Source: an optimization exercise on an open RTL-to-GDS flow (aim: small area, a short achievable clock period and few clock cycles). Production flows keep margins and buffers that such runs may drop. Function was checked by simulation only, so behaviour that the tests miss may differ from the original.

[run.sh]
#!/bin/bash
# synth_recipe.tcl (not shown) runs the flow's synth.tcl, then flattens the netlist and writes it again
# the make line also repeats each setting of config.mk as NAME=value (left out here)
make -C /OpenROAD-flow-scripts/flow DESIGN_CONFIG=/design/flow/config.mk WORK_HOME=/design/flow/orfs CLKGATE_MAP_FILE= SYNTH_SCRIPT=/design/flow/synth_recipe.tcl finish
[config.mk]
export PLATFORM = sky130hd
export DESIGN_NAME = chisel_r3
export DESIGN_NICKNAME = chisel_r3
export VERILOG_FILES = /design/flow/design.v
export SDC_FILE = /design/flow/constraint.sdc
export NUM_CORES = 4
export LEC_CHECK = 0
export CAP_MARGIN = 40
export CORE_MARGIN = 2
export CORE_UTILIZATION = 30
export PLACE_DENSITY = 0.4
export SLEW_MARGIN = 40
[constraint.sdc]
create_clock -name core_clock -period 30.0 [get_ports {clk}]
set_input_delay 6.0000 -clock core_clock [delete_from_list [all_inputs] [get_ports {clk}]]
set_output_delay 6.0000 -clock core_clock [all_outputs]
set_load 0.01 [all_outputs]
[design.v]
module chisel_r3 (
    input  wire        clk,
    input  wire        rst,           
    input  wire        in_valid,
    output wire        in_ready,
    input  wire [11:0] in_fn,
    input  wire [31:0] in_s,
    input  wire [31:0] in_t,
    input  wire [71:0] in_x,
    input  wire [1:0]  in_rnd,        
    input  wire        in_sat,        
    output reg         out_valid,
    output reg  [31:0] out_d,
    output reg  [71:0] out_x,
    output reg         out_ov,
    output reg         out_satf,
    output reg         out_dz,
    output reg         out_ill
);
    localparam [11:0] FN_ADD    = 12'h000, FN_SUB    = 12'h001,
                      FN_ADDW   = 12'h002, FN_SUBW   = 12'h003,
                      FN_ADD2   = 12'h004, FN_SUB2   = 12'h005,
                      FN_AND    = 12'h008, FN_OR     = 12'h009,
                      FN_XOR    = 12'h00A, FN_ANDN   = 12'h00B,
                      FN_SHL    = 12'h010, FN_SHR    = 12'h011,
                      FN_ASR    = 12'h012, FN_ASL    = 12'h013,
                      FN_MIN    = 12'h018, FN_MAX    = 12'h019,
                      FN_MINU   = 12'h01A, FN_MAXU   = 12'h01B,
                      FN_MUL    = 12'h020, FN_MULU   = 12'h021,
                      FN_MULHS  = 12'h022, FN_MULHU  = 12'h023,
                      FN_MULQ15 = 12'h024, FN_MULQ31 = 12'h025,
                      FN_DIV    = 12'h028, FN_DIVU   = 12'h029,
                      FN_REM    = 12'h02A, FN_REMU   = 12'h02B,
                      FN_PERMR  = 12'h030,
                      FN_MAC    = 12'h040, FN_MSU    = 12'h041,
                      FN_DMAC   = 12'h042, FN_DMSU   = 12'h043,
                      FN_MACL   = 12'h044, FN_MSUL   = 12'h045,
                      FN_MACI   = 12'h046, FN_DMACI  = 12'h047,
                      FN_XSH    = 12'h048;
    localparam [31:0] S32_MAX = 32'h7FFF_FFFF;
    localparam [31:0] S32_MIN = 32'h8000_0000;
    localparam [71:0] S72_MAX = {1'b0, {71{1'b1}}};
    localparam [71:0] S72_MIN = {1'b1, {71{1'b0}}};
    wire is_div = (in_fn == FN_DIV) || (in_fn == FN_DIVU) ||
                  (in_fn == FN_REM) || (in_fn == FN_REMU);
    wire signed [32:0] add33 = $signed({in_s[31], in_s}) + $signed({in_t[31], in_t});
    wire signed [32:0] sub33 = $signed({in_s[31], in_s}) - $signed({in_t[31], in_t});
    wire add_ov = add33[32] != add33[31];
    wire sub_ov = sub33[32] != sub33[31];
    wire signed [16:0] add_lo = $signed({in_s[15], in_s[15:0]})  + $signed({in_t[15], in_t[15:0]});
    wire signed [16:0] add_hi = $signed({in_s[31], in_s[31:16]}) + $signed({in_t[31], in_t[31:16]});
    wire signed [16:0] sub_lo = $signed({in_s[15], in_s[15:0]})  - $signed({in_t[15], in_t[15:0]});
    wire signed [16:0] sub_hi = $signed({in_s[31], in_s[31:16]}) - $signed({in_t[31], in_t[31:16]});
    function [16:0] half_fit;   
        input [16:0] v;
        input        sat;
        begin
            if (v[16] != v[15])
                half_fit = {1'b1, sat ? (v[16] ? 16'h8000 : 16'h7FFF) : v[15:0]};
            else
                half_fit = {1'b0, v[15:0]};
        end
    endfunction
    wire [16:0] add2_lo = half_fit(add_lo, in_sat);
    wire [16:0] add2_hi = half_fit(add_hi, in_sat);
    wire [16:0] sub2_lo = half_fit(sub_lo, in_sat);
    wire [16:0] sub2_hi = half_fit(sub_hi, in_sat);
    wire signed [7:0] cnt   = in_t[7:0];
    wire              cnt_neg = cnt[7];
    wire        [7:0] cnt_mag = cnt_neg ? (8'd0 - in_t[7:0]) : in_t[7:0];   
    function [31:0] lsl32;
        input [31:0] v;
        input [7:0]  n;
        begin
            lsl32 = (n >= 8'd32) ? 32'd0 : (v << n);
        end
    endfunction
    function [31:0] lsr32;
        input [31:0] v;
        input [7:0]  n;
        begin
            lsr32 = (n >= 8'd32) ? 32'd0 : (v >> n);
        end
    endfunction
    function [31:0] asr32;
        input [31:0] v;
        input [7:0]  n;
        begin
            if (n >= 8'd32)
                asr32 = {32{v[31]}};
            else
                asr32 = $signed(v) >>> n;
        end
    endfunction
    function [32:0] asl32;
        input [31:0] v;
        input [7:0]  n;
        input        sat;
        reg   [31:0] sh;
        reg          fits;
        begin
            if (n >= 8'd32) begin
                sh   = 32'd0;
                fits = (v == 32'd0);
            end else begin
                sh   = v << n;
                fits = (($signed(sh) >>> n) == $signed(v));
            end
            if (fits)
                asl32 = {1'b0, sh};
            else
                asl32 = {1'b1, sat ? (v[31] ? S32_MIN : S32_MAX) : sh};
        end
    endfunction
    wire [32:0] asl_res = asl32(in_s, cnt_mag, in_sat);
    wire signed [63:0] prod_ss = $signed(in_s) * $signed(in_t);
    wire        [63:0] prod_uu = in_s * in_t;
    wire signed [31:0] prod_lo = $signed(in_s[15:0])  * $signed(in_t[15:0]);
    wire signed [31:0] prod_hi = $signed(in_s[31:16]) * $signed(in_t[31:16]);
    wire mul_fits  = (prod_ss[63:31] == {33{1'b0}}) || (prod_ss[63:31] == {33{1'b1}});
    wire mulu_fits = (prod_uu[63:32] == 32'd0);
    wire signed [16:0] q15_floor = prod_lo[31:15];
    wire        [14:0] q15_frac  = prod_lo[14:0];
    reg                q15_up;
    always @(*) begin
        case (in_rnd)
            2'd1:    q15_up = q15_frac[14];
            2'd2:    q15_up = q15_frac[14] && ((q15_frac[13:0] != 14'd0) || q15_floor[0]);
            default: q15_up = 1'b0;
        endcase
    end
    wire signed [17:0] q15_round = $signed({q15_floor[16], q15_floor}) + $signed({17'd0, q15_up});
    wire q15_fits = (q15_round[17:15] == 3'b000) || (q15_round[17:15] == 3'b111);
    wire [31:0] q15_res = q15_fits ? {{16{q15_round[15]}}, q15_round[15:0]} :
                          in_sat   ? (q15_round[17] ? 32'hFFFF_8000 : 32'h0000_7FFF) :
                                     {{16{q15_round[15]}}, q15_round[15:0]};
    wire signed [32:0] q31_floor = prod_ss[63:31];
    wire        [30:0] q31_frac  = prod_ss[30:0];
    reg                q31_up;
    always @(*) begin
        case (in_rnd)
            2'd1:    q31_up = q31_frac[30];
            2'd2:    q31_up = q31_frac[30] && ((q31_frac[29:0] != 30'd0) || q31_floor[0]);
            default: q31_up = 1'b0;
        endcase
    end
    wire signed [33:0] q31_round = $signed({q31_floor[32], q31_floor}) + $signed({33'd0, q31_up});
    wire q31_fits = (q31_round[33:31] == 3'b000) || (q31_round[33:31] == 3'b111);
    wire [31:0] q31_res = (!q31_fits && in_sat) ? (q31_round[33] ? S32_MIN : S32_MAX)
                                                : q31_round[31:0];
    wire signed [71:0] prod_lo_x  = prod_lo;
    wire signed [71:0] prod_hi_x  = prod_hi;
    wire signed [71:0] prod_ss_x  = prod_ss;
    wire signed [71:0] q15_term   = prod_lo_x <<< 33;
    wire signed [71:0] dq15_term  = (prod_lo_x + prod_hi_x) <<< 33;
    wire signed [71:0] q31_term   = prod_ss_x <<< 1;
    wire signed [71:0] int_term   = prod_lo_x;
    wire signed [71:0] dint_term  = prod_lo_x + prod_hi_x;
    reg  signed [71:0] acc_term;
    reg                acc_neg;
    always @(*) begin
        acc_term = 72'd0;
        acc_neg  = 1'b0;
        case (in_fn)
            FN_MAC:   acc_term = q15_term;
            FN_MSU:   begin acc_term = q15_term;  acc_neg = 1'b1; end
            FN_DMAC:  acc_term = dq15_term;
            FN_DMSU:  begin acc_term = dq15_term; acc_neg = 1'b1; end
            FN_MACL:  acc_term = q31_term;
            FN_MSUL:  begin acc_term = q31_term;  acc_neg = 1'b1; end
            FN_MACI:  acc_term = int_term;
            FN_DMACI: acc_term = dint_term;
            default:  acc_term = 72'd0;
        endcase
    end
    wire signed [72:0] acc_sum = acc_neg ? ($signed({in_x[71], in_x}) - $signed({acc_term[71], acc_term}))
                                         : ($signed({in_x[71], in_x}) + $signed({acc_term[71], acc_term}));
    wire        acc_ov  = acc_sum[72] != acc_sum[71];
    wire [71:0] acc_res = (acc_ov && in_sat) ? (acc_sum[72] ? S72_MIN : S72_MAX) : acc_sum[71:0];
    wire signed [7:0] xcnt     = in_s[7:0];
    wire              xcnt_neg = xcnt[7];
    wire        [7:0] xcnt_mag = xcnt_neg ? (8'd0 - in_s[7:0]) : in_s[7:0];
    reg  [71:0] xsh_res;
    reg         xsh_ov;
    reg  [71:0] xsh_tmp;
    always @(*) begin
        xsh_ov  = 1'b0;
        xsh_tmp = 72'd0;
        if (xcnt_neg) begin
            if (xcnt_mag >= 8'd72)
                xsh_res = {72{in_x[71]}};
            else
                xsh_res = $signed(in_x) >>> xcnt_mag;
        end else begin
            if (xcnt_mag >= 8'd72) begin
                xsh_tmp = 72'd0;
                xsh_ov  = (in_x != 72'd0);
            end else begin
                xsh_tmp = in_x << xcnt_mag;
                xsh_ov  = (($signed(xsh_tmp) >>> xcnt_mag) != $signed(in_x));
            end
            xsh_res = (xsh_ov && in_sat) ? (in_x[71] ? S72_MIN : S72_MAX) : xsh_tmp;
        end
    end
    reg [31:0] res_d;
    reg [71:0] res_x;
    reg        res_ov;
    reg        res_ill;
    always @(*) begin
        res_d   = 32'd0;
        res_x   = 72'd0;
        res_ov  = 1'b0;
        res_ill = 1'b0;
        case (in_fn)
            FN_ADD: begin
                res_ov = add_ov;
                res_d  = (add_ov && in_sat) ? (add33[32] ? S32_MIN : S32_MAX) : add33[31:0];
            end
            FN_SUB: begin
                res_ov = sub_ov;
                res_d  = (sub_ov && in_sat) ? (sub33[32] ? S32_MIN : S32_MAX) : sub33[31:0];
            end
            FN_ADDW:  res_d = in_s + in_t;
            FN_SUBW:  res_d = in_s - in_t;
            FN_ADD2: begin
                res_ov = add2_lo[16] | add2_hi[16];
                res_d  = {add2_hi[15:0], add2_lo[15:0]};
            end
            FN_SUB2: begin
                res_ov = sub2_lo[16] | sub2_hi[16];
                res_d  = {sub2_hi[15:0], sub2_lo[15:0]};
            end
            FN_AND:   res_d = in_s & in_t;
            FN_OR:    res_d = in_s | in_t;
            FN_XOR:   res_d = in_s ^ in_t;
            FN_ANDN:  res_d = in_s & ~in_t;
            FN_SHL:   res_d = cnt_neg ? lsr32(in_s, cnt_mag) : lsl32(in_s, cnt_mag);
            FN_SHR:   res_d = cnt_neg ? lsl32(in_s, cnt_mag) : lsr32(in_s, cnt_mag);
            FN_ASR: begin
                if (cnt_neg) begin
                    res_ov = asl_res[32];
                    res_d  = asl_res[31:0];
                end else begin
                    res_d  = asr32(in_s, cnt_mag);
                end
            end
            FN_ASL: begin
                if (cnt_neg) begin
                    res_d  = asr32(in_s, cnt_mag);
                end else begin
                    res_ov = asl_res[32];
                    res_d  = asl_res[31:0];
                end
            end
            FN_MIN:   res_d = ($signed(in_s) < $signed(in_t)) ? in_s : in_t;
            FN_MAX:   res_d = ($signed(in_s) > $signed(in_t)) ? in_s : in_t;
            FN_MINU:  res_d = (in_s < in_t) ? in_s : in_t;
            FN_MAXU:  res_d = (in_s > in_t) ? in_s : in_t;
            FN_MUL: begin
                res_ov = !mul_fits;
                res_d  = (!mul_fits && in_sat) ? (prod_ss[63] ? S32_MIN : S32_MAX) : prod_ss[31:0];
            end
            FN_MULU: begin
                res_ov = !mulu_fits;
                res_d  = (!mulu_fits && in_sat) ? 32'hFFFF_FFFF : prod_uu[31:0];
            end
            FN_MULHS: res_d = prod_ss[63:32];
            FN_MULHU: res_d = prod_uu[63:32];
            FN_MULQ15: begin
                res_ov = !q15_fits;
                res_d  = q15_res;
            end
            FN_MULQ31: begin
                res_ov = !q31_fits;
                res_d  = q31_res;
            end
            FN_PERMR: res_d = {in_s[8*in_t[7:6] +: 8], in_s[8*in_t[5:4] +: 8],
                               in_s[8*in_t[3:2] +: 8], in_s[8*in_t[1:0] +: 8]};
            FN_MAC, FN_MSU, FN_DMAC, FN_DMSU,
            FN_MACL, FN_MSUL, FN_MACI, FN_DMACI: begin
                res_ov = acc_ov;
                res_x  = acc_res;
            end
            FN_XSH: begin
                res_ov = xsh_ov;
                res_x  = xsh_res;
            end
            default:  res_ill = 1'b1;
        endcase
    end
    reg        busy;
    reg [5:0]  div_cnt;
    reg [31:0] div_quo;        
    reg [32:0] div_rem;
    reg [31:0] div_dvsr;
    reg        div_rem_op;     
    reg        div_signed;
    reg        div_neg_q;
    reg        div_neg_r;
    reg        div_zero;
    reg        div_s_pos;      
    reg        div_s_neg;      
    reg        div_ovf;        
    reg        div_sat;
    assign in_ready = !busy;
    wire        op_signed = (in_fn == FN_DIV) || (in_fn == FN_REM);
    wire [31:0] s_mag = (op_signed && in_s[31]) ? (32'd0 - in_s) : in_s;
    wire [31:0] t_mag = (op_signed && in_t[31]) ? (32'd0 - in_t) : in_t;
    wire [32:0] div_trial = {div_rem[31:0], div_quo[31]} - {1'b0, div_dvsr};
    wire [31:0] quo_fin = div_neg_q ? (32'd0 - div_quo)        : div_quo;
    wire [31:0] rem_fin = div_neg_r ? (32'd0 - div_rem[31:0])  : div_rem[31:0];
    reg [31:0] div_res;
    reg        div_res_ov;
    always @(*) begin
        div_res_ov = 1'b0;
        if (div_zero) begin
            if (div_rem_op)
                div_res = 32'd0;
            else if (div_signed)
                div_res = div_s_pos ? S32_MAX : (div_s_neg ? S32_MIN : 32'd0);
            else
                div_res = div_s_pos ? 32'hFFFF_FFFF : 32'd0;
        end else if (div_rem_op) begin
            div_res = rem_fin;
        end else if (div_ovf) begin
            div_res_ov = 1'b1;
            div_res    = div_sat ? S32_MAX : S32_MIN;
        end else begin
            div_res = quo_fin;
        end
    end
    always @(posedge clk) begin
        if (rst) begin
            busy      <= 1'b0;
            out_valid <= 1'b0;
            out_d     <= 32'd0;
            out_x     <= 72'd0;
            out_ov    <= 1'b0;
            out_satf  <= 1'b0;
            out_dz    <= 1'b0;
            out_ill   <= 1'b0;
            div_cnt   <= 6'd0;
        end else begin
            out_valid <= 1'b0;
            if (busy) begin
                if (div_cnt != 6'd0) begin
                    if (!div_trial[32]) begin
                        div_rem <= div_trial;
                        div_quo <= {div_quo[30:0], 1'b1};
                    end else begin
                        div_rem <= {div_rem[31:0], div_quo[31]};
                        div_quo <= {div_quo[30:0], 1'b0};
                    end
                    div_cnt <= div_cnt - 6'd1;
                end else begin
                    busy      <= 1'b0;
                    out_valid <= 1'b1;
                    out_d     <= div_res;
                    out_x     <= 72'd0;
                    out_ov    <= div_res_ov;
                    out_satf  <= div_res_ov & div_sat;
                    out_dz    <= div_zero;
                    out_ill   <= 1'b0;
                end
            end else if (in_valid) begin
                if (is_div) begin
                    busy       <= 1'b1;
                    div_cnt    <= 6'd32;
                    div_quo    <= s_mag;
                    div_rem    <= 33'd0;
                    div_dvsr   <= t_mag;
                    div_rem_op <= (in_fn == FN_REM) || (in_fn == FN_REMU);
                    div_signed <= op_signed;
                    div_neg_q  <= op_signed && (in_s[31] != in_t[31]);
                    div_neg_r  <= op_signed && in_s[31];
                    div_zero   <= (in_t == 32'd0);
                    div_s_pos  <= op_signed ? (!in_s[31] && in_s != 32'd0) : (in_s != 32'd0);
                    div_s_neg  <= op_signed && in_s[31];
                    div_ovf    <= op_signed && (in_s == S32_MIN) && (in_t == 32'hFFFF_FFFF);
                    div_sat    <= in_sat;
                end else begin
                    out_valid <= 1'b1;
                    out_d     <= res_d;
                    out_x     <= res_x;
                    out_ov    <= res_ov;
                    out_satf  <= res_ov & in_sat;
                    out_dz    <= 1'b0;
                    out_ill   <= res_ill;
                end
            end
        end
    end
endmodule
==> results.json <==
{
  "critical_path.top_delay_family": "compound AO/OA/AOI/OAI gates",
  "placeableCoreArea_mm2": 0.417,
  "max_h_tree_level": 1,
  "drv_slew": 0,
  "r2r-end": "out_d[15]$_SDFFE_PP0P_",
  "sequential_share_of_the_synthesized_area_pct": 4.34,
  "timing.critical_path.depth": 61,
  "clkSlewWorstSetupHoldPaths_ns": 0.06,
  "hold_buffers": 0,
  "final_net_count": 18690,
  "dieHeight_um": 651,
  "route.vias.total": 136552,
  "startpoint_type": "input pin",
  "grt_use_total_pct": 43.7,
  "overflow": 0,
  "worst_r2r_startpoint": "busy$_SDFF_PP0_",
  "first_global_vias": 131566,
  "min_from": "out_x[29]$_SDFFE_PP0P_",
  "drtIter0Drc": 20755,
  "routed_wire_length_per_instance_um": 44.3,
  "post_cts_resize_count": 0,
  "flow.area_growth_from_synthesis_pct": 11.1,
  "critPathMaxStageDelay_ns": 0.85,
  "cell_rows": 237,
  "synth_ff_type": "dfxtp_1",
  "remaining_drc_errors": 0,
  "grt_antenna_before_repair": 165,
  "die_width_um": 651,
  "place_hpwl_um": 777000,
  "max_cap_viol_count": 0,
  "grt_max_degree": 98,
  "grt_first_pass_wirelength_um": 1260000,
  "num_io_pins": 264,
  "worst_hold_path_type": "reg -> reg",
  "yosys.area.top_type_share_pct": 29.8,
  "fin_crit_ns": 25.70,
  "synth-warning-count": 1,
  "asyncSetResetFlopFracSynth_pct": 0,
  "cts_sinks": 220,
  "floorplan.initialDensity_pct": 30.1,
  "worstSetupPathType": "in -> reg",
  "arrival_time_reported_for_the_critical_path_endpoint_ns": 26.29,
  "critical_path.max_fanout": 26,
  "worstPathRequired_ns": 30.59,
  "die-area_mm2": 0.424,
  "layout.cells.non_filler": 21487,
  "portBuffers": 263,
  "setup_repair_after_global_routing_missed_its_margin": "false",
  "max-slew-margin-rel_pct": 28.2,
  "worst-slew-pin-transition_ns": 1.07,
  "post_cts_buffers": 0,
  "clockRootBuffer": "clkbuf_16",
  "ant_nets": 0,
  "ffs_latches_synth": 220,
  "synth_most_common_cell": "inv_1",
  "placedCellCount": 21338,
  "wl_um": 953000,
  "cts_tree": "built",
  "synthTopCellsByArea": "fa_1 30%, ha_1 7.8%, inv_1 7.5%, nand2_1 4.8%, mux2i_1 4.0%",
  "run_status": "complete, no violations",
  "syn_area_per_cell_um2": 7.90,
  "critPathSlowestCell": "a41oi_1",
  "hold_path_end": "out_x[29]$_SDFFE_PP0P_",
  "postLayoutCellArea_mm2": 0.139,
  "source_to_sink_clock_delay_at_the_later_pin_of_the_worst_skew_pair_ns": 0.70,
  "post_synth_design_cell_area_mm2": 0.126,
  "cts.path.max_buffers": 3,
  "post_synth_inst_count": 15886,
  "setup-violations-final": 0,
  "finalSetupTns_ns": 0,
  "synth_edf_count": 104,
  "detail_route.first_pass.iterations": 7,
  "synth_largest_area_cell": "fa_1",
  "hold_path_depth": 2,
  "worst_setup_ep_type": "flip-flop",
  "placedInstanceArea_mm2": 0.138,
  "worstRegToRegCells": 15,
  "layout-drive-gt1-share_pct": 9.67,
  "gp_congestion": 1.11,
  "final_hold_viol_count": 0,
  "yosys-top-cells-count": "2516 x inv_1, 1870 x fa_1, 1598 x nand2_1",
  "synth.net_count": 18695,
  "cp_common_cell": "fa_1",
  "clock.fmax_mhz": 38.9,
  "fin_crit_sh_pct": 85.7,
  "finClkSkew_ns": 0.0423,
  "worst_path_bufs_invs": 10,
  "synthDistinctLibCells": 124,
  "cts-buffers-inserted": 31,
  "routed_via_density": 6.36,
  "rrSetupSlack_ns": 22.80
}
## worst reg2reg max path: stages, from the launching register on
cell and delay [ns]:
dfxtp_2 0.31, buf_4 0.58, nand2_1 0.77, and2_0 0.70, a41o_1 0.34, buf_4 0.26, a21oi_2 0.61, o21ai_0 0.21
a2111oi_1 0.93, o2111ai_1 0.24, a221oi_1 0.29, nand3_1 0.11, a2111oi_0 0.57, o2111ai_1 0.30, a211oi_2 0.67, a2111oi_0 0.16
## cells in the final DEF (no fill, tap or decap), types with 104 or more instances in the layout
| master | synthesis | final |
|---|---|---|
| clkdlybuf4s50_1 | 0 | 178 |
| inv_1 | 2516 | 2500 |
| a21oi_1 | 920 | 889 |
| a221oi_1 | 143 | 135 |
| mux4_2 | 125 | 125 |
| edfxtp_1 | 104 | 104 |
| nand3_1 | 293 | 291 |
| dfxtp_1 | 116 | 115 |
| xnor2_1 | 445 | 392 |
| xor2_1 | 191 | 169 |
| a211oi_1 | 189 | 171 |
| o22ai_1 | 112 | 109 |
| o211ai_1 | 116 | 116 |
| nor3_1 | 277 | 257 |
| nand4_1 | 121 | 121 |
| fa_1 | 1870 | 1865 |
| nor2_1 | 1293 | 1252 |
| ha_1 | 785 | 781 |
| a21o_1 | 206 | 206 |
| a31oi_1 | 136 | 133 |
| mux2i_1 | 504 | 497 |
| buf_4 | 19 | 711 |
| o21ai_0 | 816 | 779 |
| nand2_1 | 1598 | 1592 |
## kinds of logic (layout without fill, tap and decap cells)
family / count (synthesis) / after routing / synth area share [%]
muxes: 712 / 712 / 7.05
other: 0 / 84 / 0
adders and majority gates: 2655 / 2655 / 37.6
and+or+nand+nor: 4279 / 4279 / 15.3
xor gates and xnor gates: 640 / 640 / 4.50
AOI/OAI and AO/OA: 3802 / 3802 / 20.3
DFF: 220 / 220 / 4.34
buffers and inverters: 3578 / 3598 / 10.9
## cell type report
cell class	instances	area, um2
well taps	5497	6880
diodes	84	210
inverters	2549	9580
multi-input cells	12088	108000
clock buffers	46	923
clock inverters	12	216
fillers	45071	277000
repair buffers	991	7820
flip-flops and latches	220	5450
## flip-flops by register name, summed over array words and instances (netlist names)
| signal | flops |
|---|---|
| out_x | 72 |
| div_dvsr | 32 |
| div_quo | 32 |
| div_rem | 32 |
| out_d | 32 |
| div_cnt | 6 |
| busy | 1 |
| div_neg_q | 1 |
| div_neg_r | 1 |
| div_ovf | 1 |
| div_rem_op | 1 |
| div_s_pos | 1 |
| div_sat | 1 |
| div_signed | 1 |
| div_zero | 1 |
| out_dz | 1 |
| out_ill | 1 |
| out_ov | 1 |
| out_satf | 1 |
| out_valid | 1 |
## per-stage QoR
stage | hold WS, ns | worst slack (ns) | utilization (%)
6_report | 0.474 | 4.30 | 33.5
5_1_grt | 0.502 | 3.60 | 33.4
4_1_cts | 0.477 | 4.70 | 33.4
3_5_place_dp | 0.467 | 4.06 | 33.1
3_3_place_gp | 0.450 | 3.64 | 32.8
2_1_floorplan | 0.474 | 5.79 | -
## how the worst max path moves through the flow
stage	from	to	slack, ns
2_1_floorplan	in_s[0]	out_x[52]$_SDFFE_PP0P_	5.79
3_3_place_gp	in_t[15]	out_satf$_SDFFE_PP0P_	3.64
3_5_place_dp	in_s[5]	out_satf$_SDFFE_PP0P_	4.06
4_1_cts	in_s[5]	out_satf$_SDFFE_PP0P_	4.70
5_1_grt	in_s[10]	out_satf$_SDFFE_PP0P_	3.60
6_report	in_s[5]	out_satf$_SDFFE_PP0P_	4.30
## per-layer routing
metal	GRT usage (%)	up-vias	part of all wire [%]
met3	18.0	2242	13
met5	0	-	0.081
met1	57.9	70280	41
li1	-	54054	-
met4	26.0	97	7.3
met2	58.7	9879	38
Testbench counts, summed over its fixed seeds: cycles 75,931.

## separate check: timing with driven ports
The results above use ideal ports. As a check the final layout listed here was re-extracted and re-timed, cells and wires unchanged. Step 1 sets driving cells, clkbuf_16 on the clock port and buf_2 on the other inputs (assumed; they add their load-dependent delay and slew). Step 2 also shifts input and output timing later by t, the mid clock arrival at the registers, as if the neighbouring blocks saw the same clock. Slacks: ideal ports / drivers / drivers and shift; pairs: ideal ports / drivers.
t (ns): 0.772
setup slack, ns: 4.298 / 4.368 / 3.596
pins driven straight from the clock port: 1
After both steps this run still meets setup and hold. For this run, drivers alone change the setup slack by +0.070 ns; drivers and shift together by -0.702 ns.
